From an optimization exercise on the open Yosys and OpenROAD flow, aimed at small area, a short achievable clock period and few clock cycles per item; shortcuts taken in it are not production practice.
In this exercise RTL edits were held to simulation tests only and were not proved equivalent to the original.
Power and IR drop assume default switching activity.

==> flow/design.v, too long to show whole: its modules and the start of the top module <==
// module eq32: 4240 lines
// module eq32_fa: 4 lines
// module eq32_ha: 4 lines
// module eq32_ao: 3 lines
// module eq32_and: 3 lines
// module eq32_xor: 3 lines
// module eq32_sgn: 3 lines
module eq32 (
    input  wire               clk,
    input  wire               rst,
    input  wire               in_valid,
    output wire               in_ready,
    input  wire signed [9:0]  in_code,
    output reg                out_valid,
    output reg  signed [15:0] out_y,
    output reg                out_sat,
    input  wire               ctrl_we,
    input  wire               ctrl_bank,
    input  wire               ctrl_bypass,
    input  wire               coef_we,
    input  wire               coef_bank,
    input  wire [4:0]         coef_idx,
    input  wire [19:0]        coef_data
);
  // ...
==> flow/flow/run.sh <==
#!/bin/bash
# The standard layout (the standard.sh: ORFS synthesis to final layout),
# with one change: the port buffers that ORFS adds in placement are
# sky130_fd_sc_hd__buf_4 instead of the buffer it picks by itself.
# ORFS keeps each step's full log under orfs/logs/; make's own output goes to
# standard_flow.log here.
set -euo pipefail
bash standard.sh BUFFER_PORTS_ARGS="-buffer_cell sky130_fd_sc_hd__buf_4" finish > standard_flow.log 2>&1
==> flow/standard.sh <==
#!/bin/bash
# synth_recipe.tcl (not shown) runs the flow's synth.tcl, then flattens the netlist and writes it again
# the make line also repeats each setting of config.mk as NAME=value (left out here)
make -C /OpenROAD-flow-scripts/flow DESIGN_CONFIG=/design/flow/config.mk WORK_HOME=/design/flow/orfs CLKGATE_MAP_FILE= SYNTH_SCRIPT=/design/flow/synth_recipe.tcl "${@:-finish}"
==> flow/config.mk <==
export PLATFORM = sky130hd
export DESIGN_NAME = eq32
export DESIGN_NICKNAME = eq32
export VERILOG_FILES = /design/flow/design.v
export SDC_FILE = /design/flow/constraint.sdc
export NUM_CORES = 4
export LEC_CHECK = 0
export CAP_MARGIN = 20
export CORE_MARGIN = 2
export CORE_UTILIZATION = 50
export PLACE_DENSITY = 0.62
export SLEW_MARGIN = 20
export SYNTH_HIERARCHICAL = 1
export SYNTH_MINIMUM_KEEP_SIZE = 0
==> flow/constraint.sdc <==
create_clock -name core_clock -period 14.0 [get_ports {clk}]
set_input_delay 2.8000 -clock core_clock [delete_from_list [all_inputs] [get_ports {clk}]]
set_output_delay 2.8000 -clock core_clock [all_outputs]
set_load 0.01 [all_outputs]
==> summary.txt, run 1 <==
- Hold timing on the final database bottoms out at a slack of 0.326 ns.
- The initial antenna violation count was 75.
- The number of global-route vias before repair is 149000.
- The last weighted congestion value of the routability-driven placer is 1.16.
- The sequential share of cell area is 0.276.
- The clock arrives with 0.0697 ns of skew.
- The largest registers in the layout are ca (640), cb (640), r0 (493).
- Detailed routing inserted a total of 156000 vias.
- For the worst setup path, the data required time is 14.89 ns.
- Of the total synthesized cell area, the portion taken by full adders, half adders and majority gates is 0.335.
- The initial cell density of the core is 0.502.
- The sum of overflow across all layers after global routing is 0.
- Following the worst setup path forward leads to its endpoint at r0[277].
- The most heavily used metal layer in global routing is met2.
- The maximum VDD drop is 0.159 mV.
- Leaving out the clock tree, the finished layout contains a buffer count of 464.
- The met2 global-route usage is 0.713.
- The length of routed wiring on met1 is 398 mm.
- STA classifies the critical path endpoint as a flip-flop.
- Of the total power, the share spent switching nets is 0.278.
- The library cells used most frequently in the layout, excluding fill and tap cells, are 3680 x a22o_1, 3460 x fa_1, 3368 x xor2_1.
- The flow ran to the end and the layout has no timing, DRC or antenna violations.
- Before antenna repair, the detailed router went through 8 iterations.
- For this run, the number of standard cells in the final layout without fillers is 21900.
- Across all setup checks in the final design, the least slack found is 8.22 ns.
- The met1 track utilization from global routing is 0.664.
- Summed over all cells, the static leakage comes to 116 nW.
- The H-tree was split into 5 levels.
- The worst max-slew margin expressed relative to the limit is 0.163.
- Walking the worst path, the cells encountered are a22o_1, a22o_1, xor2_1, fa_1, fa_1, fa_1, fa_1, fa_1.
- The number of cells on the worst reg-to-reg path is 8.
- The largest stage delay on the critical path is 1.03 ns.
- The average footprint of a synthesized cell is 13.5 sq um.
- For this run, the register share of the synthesized area comes to 0.302.
- In this run the power density over the cells is 79.5 mW/mm^2.
- In the global route stage, overall resource usage came out at 0.525.
- The number of pins with negative max-slew slack in the final report is 0.
- The detailed router used layers up to and including met5.
- The combinational family with the most area after synthesis is adder cells.
- The first global-routing pass estimated 1460 mm of wire.
- The final net count is 19600.
Testbench counts, summed over its fixed seeds: cycles 8,232, items 8,192.
==> run 2, diff against run 1 <==
--- a/flow/design.v
+++ b/flow/design.v
@@ -16,59 +16,57 @@
     input  wire [19:0]        coef_data
 );
     reg        rdy;
     reg        v_q;
     reg [9:0]  c_q;
     reg        cwe_q, cbank_q;
     reg [4:0]  cidx_q;
     reg [19:0] cdata_q;
+    reg        rst_q;             
     assign in_ready = rdy;
     always @(posedge clk) begin
         if (rst) begin
             rdy   <= 1'b0;
             v_q   <= 1'b0;
             cwe_q <= 1'b0;
         end else begin
             rdy   <= 1'b1;
             v_q   <= in_valid & rdy;
             cwe_q <= coef_we;
         end
+        rst_q   <= rst;
         c_q     <= in_code;
         cbank_q <= coef_bank;
         cidx_q  <= coef_idx;
         cdata_q <= coef_data;
     end
     reg         bank, bypass;
     reg [31:0]  wa, wb;           
     reg [639:0] ca, cb;           
     reg [31:0]  sa, sb;           
     reg         d16;              
     always @(posedge clk) begin
         if (rst) begin
             bank   <= 1'b0;
             bypass <= 1'b0;
-            wa     <= 32'd0;
-            wb     <= 32'd0;
-            sa     <= 32'd0;
-            sb     <= 32'd0;
-            d16    <= 1'b1;
-        end else begin
-            if (ctrl_we) begin
-                bank   <= ctrl_bank;
-                bypass <= ctrl_bypass;
-            end
-            if (cwe_q) begin
-                if (cbank_q) wb[cidx_q] <= 1'b1;
-                else         wa[cidx_q] <= 1'b1;
-            end
-            sa  <= {32{~bank & ~bypass}} & wa;
-            sb  <= {32{ bank & ~bypass}} & wb;
-            d16 <= bypass | (~bank & ~wa[16]) | (bank & ~wb[16]);
+        end else if (ctrl_we) begin
+            bank   <= ctrl_bank;
+            bypass <= ctrl_bypass;
+        end
+        if (rst_q) begin
+            wa <= 32'd0;
+            wb <= 32'd0;
+        end else if (cwe_q) begin
+            if (cbank_q) wb[cidx_q] <= 1'b1;
+            else         wa[cidx_q] <= 1'b1;
         end
+        sa  <= {32{~bank & ~bypass}} & wa;
+        sb  <= {32{ bank & ~bypass}} & wb;
+        d16 <= bypass | (~bank & ~wa[16]) | (bank & ~wb[16]);
     end
     genvar k;
     generate
         for (k = 0; k < 32; k = k + 1) begin : g_coef
             always @(posedge clk) begin
                 if (cwe_q && !cbank_q && cidx_q == k) ca[20*k +: 20] <= cdata_q;
                 if (cwe_q &&  cbank_q && cidx_q == k) cb[20*k +: 20] <= cdata_q;
             end
@@ -96,28 +94,26 @@
             assign e_on[i] = b1 ^ b0;
             assign e_tw[i] = (b2 & ~b1 & ~b0) | (~b2 & b1 & b0);
             assign e_ng[i] = b2 & ~(b1 & b0);
         end
     endgenerate
     reg [159:0] on, tw, ng;
     reg         hv;               
     always @(posedge clk) begin
-        if (rst) begin
+        if (rst) hv <= 1'b0;
+        else     hv <= v_q;
+        if (rst_q) begin
             on <= 160'd0;
             tw <= 160'd0;
             ng <= 160'd0;
-            hv <= 1'b0;
-        end else begin
-            hv <= v_q;
-            if (v_q) begin
-                on <= {on[154:0], e_on};
-                tw <= {tw[154:0], e_tw};
-                ng <= {ng[154:0], e_ng};
-            end
+        end else if (v_q) begin
+            on <= {on[154:0], e_on};
+            tw <= {tw[154:0], e_tw};
+            ng <= {ng[154:0], e_ng};
         end
     end
     wire [3359:0] pp;             
     genvar j;
     generate
         for (k = 0; k < 160; k = k + 1) begin : g_pp
             wire [19:0] hk = h[20*(k/5) +: 20];
             wire [19:0] t;
@@ -4223,24 +4219,23 @@
     always @(posedge clk) begin
         if (rst) vs <= 2'd0;
         else     vs <= {vs[0:0], hv};
     end
     wire [34:0] s0 = {1'b1,r1[76],r1[75],r1[72],n[6988],n[6986],n[6984],n[6982],n[6980],n[6978],n[6976],n[6974],n[6972],n[6970],n[6968],n[6966],n[6964],n[6962],n[6960],n[6958],n[6956],n[6954],n[6952],n[6950],n[6948],n[6946],n[6944],r1[9],r1[6],r1[5],r1[4],r1[3],r1[2],r1[1],r1[0]};
     wire [34:0] s1 = {1'b0,n[6991],n[6990],n[6989],n[6987],n[6985],n[6983],n[6981],n[6979],n[6977],n[6975],n[6973],n[6971],n[6969],n[6967],n[6965],n[6963],n[6961],n[6959],n[6957],n[6955],n[6953],n[6951],n[6949],n[6947],n[6945],n[6943],n[6942],1'b0,1'b0,1'b0,1'b0,1'b0,1'b0,1'b0};
     wire [34:0] u  = s0 + s1;
     wire [34:0] u1 = s0 + s1 + 35'd1;
-    wire [22:0] q  = u[34] ? u[34:12] : u1[34:12];
-    wire        q_hi = ~q[22] & (|q[21:15]);
-    wire        q_lo =  q[22] & ~(&q[21:15]);
+    wire        lo = ~&u[33:27];
+    wire        hi = |u1[33:27];
     always @(posedge clk) begin
         if (rst) out_valid <= 1'b0;
         else     out_valid <= vs[1];
-        out_y   <= q_hi ? 16'h7FFF : q_lo ? 16'h8000 : q[15:0];
-        out_sat <= q_hi | q_lo;
+        out_y   <= u[34] ? (lo ? 16'h8000 : u[27:12]) : (hi ? 16'h7FFF : u1[27:12]);
+        out_sat <= u[34] ? lo : hi;
     end
 endmodule
 module eq32_fa (input wire a, input wire b, input wire c, output wire s, output wire co);
     assign s  = a ^ b ^ c;
     assign co = (a & b) | (a & c) | (b & c);
 endmodule
 module eq32_ha (input wire a, input wire b, output wire s, output wire co);
     assign s  = a ^ b;
==> flow/config.mk (replaced) <==
export PLATFORM = sky130hd
export DESIGN_NAME = eq32
export DESIGN_NICKNAME = eq32
export VERILOG_FILES = /design/flow/design.v
export SDC_FILE = /design/flow/constraint.sdc
export NUM_CORES = 4
export LEC_CHECK = 0
export CAP_MARGIN = 20
export CORE_MARGIN = 2
export CORE_UTILIZATION = 50
export CTS_CLUSTER_DIAMETER = 80
export CTS_CLUSTER_SIZE = 25
export PLACE_DENSITY = 0.62
export SLEW_MARGIN = 20
export SYNTH_HIERARCHICAL = 1
export SYNTH_MINIMUM_KEEP_SIZE = 0
==> summary.txt, run 2 <==
- The library cell with the largest summed area after synthesis was fa_1 (unchanged).
- Status: complete, but fails checks (was finished clean).
- The worst-case clock skew is 0.0790 ns (was 0.0697 ns).
- The synthesized area was 0.209 sq mm (about the same).
- The worst min-delay path category is reg -> reg (unchanged).
- The placeable core area is 0.417 sq mm (about the same).
- The kind of cell adding the most delay to the critical path is compound AO/OA/AOI/OAI gates (was adder cells).
- The final hold violation count is 0 (unchanged).
- The clock-pin slew reported for the worst setup and hold paths after clock tree synthesis was 0.09 ns (was 0.06 ns).
- The largest net degree at the start of global routing was 133 (was 118).
- RSZ-0062 raised after global routing: no (unchanged).
- The endpoint type of the worst setup path is a flip-flop (unchanged).
- The depth of the worst register-to-register path is 13 (was 8).
- The highest clock rate is 0.174 GHz (was 0.173 GHz).
- The sum of overflow across all layers after global routing is 0 (unchanged).
- The number of iterations in the first detailed-routing pass came to 6 (was 8).
- The dominant register cell in the synthesized netlist was edfxtp_1 (unchanged).
- The synthesized netlist net count is 19100 (about the same).
- The final number of setup-violating endpoints was 0 (unchanged).
- The instance area after placement is 0.220 sq mm (was 0.219 sq mm).
- Biggest regs: ca (640), cb (640), r0 (493) (unchanged).
- The maximum clock insertion buffer count is 4 (unchanged).
- The clock net sink count is 2522 (was 2521).
- The most heavily used metal layer in global routing is met2 (unchanged).
- The maximum VDD drop was 0.158 mV (was 0.159 mV).
- The fraction of post-synthesis cell area in the top cell type by area is 0.331 (about the same).
- List of most frequent post-synthesis cells: 3679 x a22o_1, 3460 x fa_1, 3379 x xor2_1, 1280 x edfxtp_1, 1242 x dfxtp_1 (was 3680 x a22o_1, 3460 x fa_1, 3368 x xor2_1, 1280 x edfxtp_1, 1241 x dfxtp_1).
- The last weighted congestion value of the routability-driven placer is 1.19 (was 1.16).
- The count of hold-fix buffers inserted at cts is 0 (unchanged).
- The worst path buffer plus inverter count is 0 (unchanged).
- The met1 track utilization from global routing came to 0.672 (was 0.664).
- The area of the die is 0.424 sq mm (about the same).
- The met2 global-route usage was 0.725 (was 0.713).
- The total power per unit cell area came to 69.8 mW/mm^2 (was 79.5 mW/mm^2).
- The average wire length per cell after detail routing came to 52.2 microns (was 51.3 microns).
- The number of port buffers is 61 (unchanged).
- The number of DRC violations after detailed-routing iteration 0 is 27800 (was 27500).
- The number of logic stages on the critical path including buffering is 13 (was 8).
- The cell count after synthesis is 15500 (was 15600).
- The area used by sequential logic in the layout was 0.0634 sq mm (about the same).
- The remaining antenna violation count after routing is 1 (was 0).
- The slew at the pin closest to its max-slew limit is 1.29 ns (was 1.25 ns).
- The number of buffers inserted by post-CTS setup repair is 0 (unchanged).
- The initial antenna violation count is 124 (was 75).
- The synthesized-area fraction occupied by and/or/nand/nor cells came to 0.0306 (was 0.0313).
- The core utilization of the finished layout is 0.543 (was 0.550).
- The cell with the most instances after synthesis is a22o_1 (unchanged).
- The arrival time of the worst setup path is 6.56 ns (was 6.67 ns).
- The sort of element at the start of the critical path is a flip-flop (unchanged).
- The signed area change from the synthesized netlist to the final layout is 8.23% (was 9.42%).
- The layout filler cell count is 34900 (was 35000).
- The Yosys warning count is 7 (unchanged).
- The final net count is 19500 (was 19600).
- The number of placement rows is 237 (unchanged).
- The total routing usage reported by global routing is 0.533 (was 0.525).
- The number of cells traversed by the worst hold path came to 0 (unchanged).
- The post-route standard cell area excluding fillers came to 0.226 sq mm (was 0.229 sq mm).
- The complex-gate fraction of the synthesized area is 0.160 (about the same).
- The parity-gate share of the synthesized area counting xor and xnor cells is 0.142 (about the same).
- The global-route wire length before repair is 1480 mm (was 1460 mm).
- The worst slack at placement is 8.43 ns (was 8.10 ns).
- The footprint of the multi-input gates is 0.145 sq mm (about the same).
- Cell types with the largest area share after synthesis: fa_1 33%, edfxtp_1 18%, a22o_1 15% (unchanged).
- The count of flip-flops with a built-in enable after synthesis came to 1280 (unchanged).
- The maximum fanout along the worst path was 16 (was 20).
- The cell chosen for the clock root is clkbuf_16 (unchanged).
- The I/O pin total is 62 (unchanged).
- The tightest hold margin is 0.344 ns (was 0.326 ns).
- The total vias in the final route is 157000 (was 156000).
- The register bit total from synthesis came to 2522 (was 2521).
- The most frequent standard cell in the layout excluding fill and tap cells is a22o_1 (unchanged).
- The initial cell density of the core is 0.502 (about the same).
- The number of remaining DRC errors is 0 (unchanged).
- The number of pins with negative max-slew slack in the final report was 0 (unchanged).
- Highest-count cells in the layout ignoring fill and taps: 3679 x a22o_1, 3460 x fa_1, 3379 x xor2_1 (was 3680 x a22o_1, 3460 x fa_1, 3368 x xor2_1).
- The horizontal die dimension is 651 microns (about the same).
- The number of distinct library cell variants in the gate-level netlist after synthesis came to 67 (was 88).
- The later-pin clock latency in the skew report is 1.03 ns (was 1.05 ns).
- The minimum setup slack in the final design is 8.27 ns (was 8.22 ns).
- The number of H-tree branching levels was 4 (was 5).
- The number of CTS-inserted buffers is 170 (was 290).
- The worst max-slew margin expressed relative to the limit is 0.137 (was 0.163).
- The fraction of final layout cells with drive strength greater than 1 is 0.0682 (was 0.0747).
- The fraction of the cycle the final worst path needs is 0.410 (was 0.413).
- The combinational family with the most area after synthesis is adder cells (unchanged).
- The minimum clock period came to 5.73 ns (was 5.78 ns).
- The layout checks failed on antenna violations.
- The portion of the post-synthesis area used by sequential elements is 0.303 (was 0.302).
- The number of global-route vias before repair is 149000 (about the same).
- Ordered cell list for the critical path: ha_1, fa_1, ha_1, nand2_1, o21ai_0, a211oi_1, a31oi_1, xnor2_1, nand4b_1, or4_1, or3_4, a211oi_4, o21ai_0 (was a22o_1, a22o_1, xor2_1, fa_1, fa_1, fa_1, fa_1, fa_1).
- The critical path class is reg -> reg (unchanged).
- The height of the chip is 651 microns (about the same).
- The max-cap check violation count is 0 (unchanged).
- The setup total negative slack is 0 ns (unchanged).
- The CTS tree is done (unchanged).
- The total of cells resized after clock tree synthesis is 0 (unchanged).
- The critical path required time is 14.83 ns (was 14.89 ns).
- The met3 demand-to-capacity share in global routing is 0.225 (was 0.208).
- The average footprint of a synthesized cell is 13.5 sq um (about the same).
- The largest stage delay on the critical path came to 0.70 ns (was 1.03 ns).
- The share of flip-flops with an asynchronous set or reset is 0 (unchanged).
- The portion of netlist area occupied by mux cells is 0.0227 (was 0.0228).
- The adder-cell share of the synthesized area came to 0.336 (was 0.335).
- The master of the slowest instance on the critical path is a211oi_4 (was fa_1).
- The static leakage is 115 nW (was 116 nW).
- The post-DP HPWL is 923 mm (was 889 mm).
- The ratio of routed vias to standard cells is 7.16 (was 7.11).
- The total length of routed wires came to 1140 mm (was 1120 mm).
==> run 2: layer usage <==
metal  routed length (microns)  vias up  share of wire
met5                       415        -        0.00036
met1                    402000    82000           0.35
li1                          -    57300              -
met3                    170000     2949           0.15
met2                    459000    14500           0.40
met4                    111000       56          0.097
==> run 2: cells by family after synthesis <==
| group | Yosys count |
|---|---|
| compound gates | 3880 |
| simple gates | 1350 |
| flops | 2522 |
| fa+ha+maj | 3535 |
| mux | 475 |
| xor+xnor | 3394 |
| buf+inv | 354 |
==> run 2: report_power, final <==
part           leakage (nW)  switching [W]  internal [W]  total [W]
Sequential             21.6       0.000184       0.00787    0.00806
Combinational          90.3        0.00140      0.000615    0.00202
Clock                  2.83        0.00320       0.00254    0.00574
Total                   115        0.00479        0.0110     0.0158
==> run 2: modules after synthesis (local to each module, per instance) <==
module / flip-flops and latches / times used / cells inside / cell area [sq um]
eq32_and: 0 / 160 / 1 / 6.26
eq32_ao: 0 / 3040 / 1 / 8.76
eq32: 2522 / 1 / 5310 / 82000
eq32_sgn: 0 / 160 / 2 / 12.5
eq32_fa: 0 / 3459 / 1 / 20.0
eq32_ha: 0 / 21 / 1 / 12.5
eq32_xor: 0 / 3200 / 1 / 8.76
==> run 2: cell type report <==
type                    instances  area share
multi-input cells           12600       0.640
flip-flops and latches       2522       0.280
diodes                        310     0.00343
inverters                      74     0.00123
repair buffers                549      0.0188
clock inverters                90     0.00622
clock buffers                 223      0.0201
well taps                    5497      0.0304
==> run 2: path summary, 6_finish.rpt <==
check | from | end | slack (ns)
worst max-delay path | r1[55] | out_y[5] | 8.27
worst min-delay path | r0[0] | r1[0] | 0.34
worst max register to register | r1[55] | out_y[5] | 8.27
worst min register to register | r0[0] | r1[0] | 0.34
==> run 2: per-stage QoR <==
stage,cells,power [W]
6_report,21900,0.0158
2_1_floorplan,15500,0.00912
3_3_place_gp,21300,0.0101
4_1_cts,21600,0.0157
5_1_grt,21800,0.0161
3_5_place_dp,21300,0.0101
Testbench counts of run 2, summed over its fixed seeds: cycles 8,232, items 8,192.

[afterwards: timing with drivers on the ports]
The flow's constraints put no driver on any port. The routed layouts listed below were extracted and timed again, unchanged, in two steps. Step 1 sets driving cells, clkbuf_16 on the clock port and buf_2 on the other inputs (assumed; they add their load-dependent delay and slew). Step 2 adds t to the input delays and takes it off the output delays; t is the mean of the earliest and latest rising clock arrival at the registers after step 1. Input paths then give back, and output paths get back, about the clock's delay inside the block. a / b / c = ideal / step 1 / step 2; a / b = the first two.
run	shift t [ns]	setup slack, ns	latest minus earliest clock arrival (ns)
run 1	1.151	8.224 / 8.224 / 7.861	0.070 / 0.070
run 2	1.126	8.265 / 8.265 / 8.265	0.080 / 0.080
The setup slack of run 1, which loses most, moves by 0.000 ns with the drivers and by -0.363 ns with both steps.
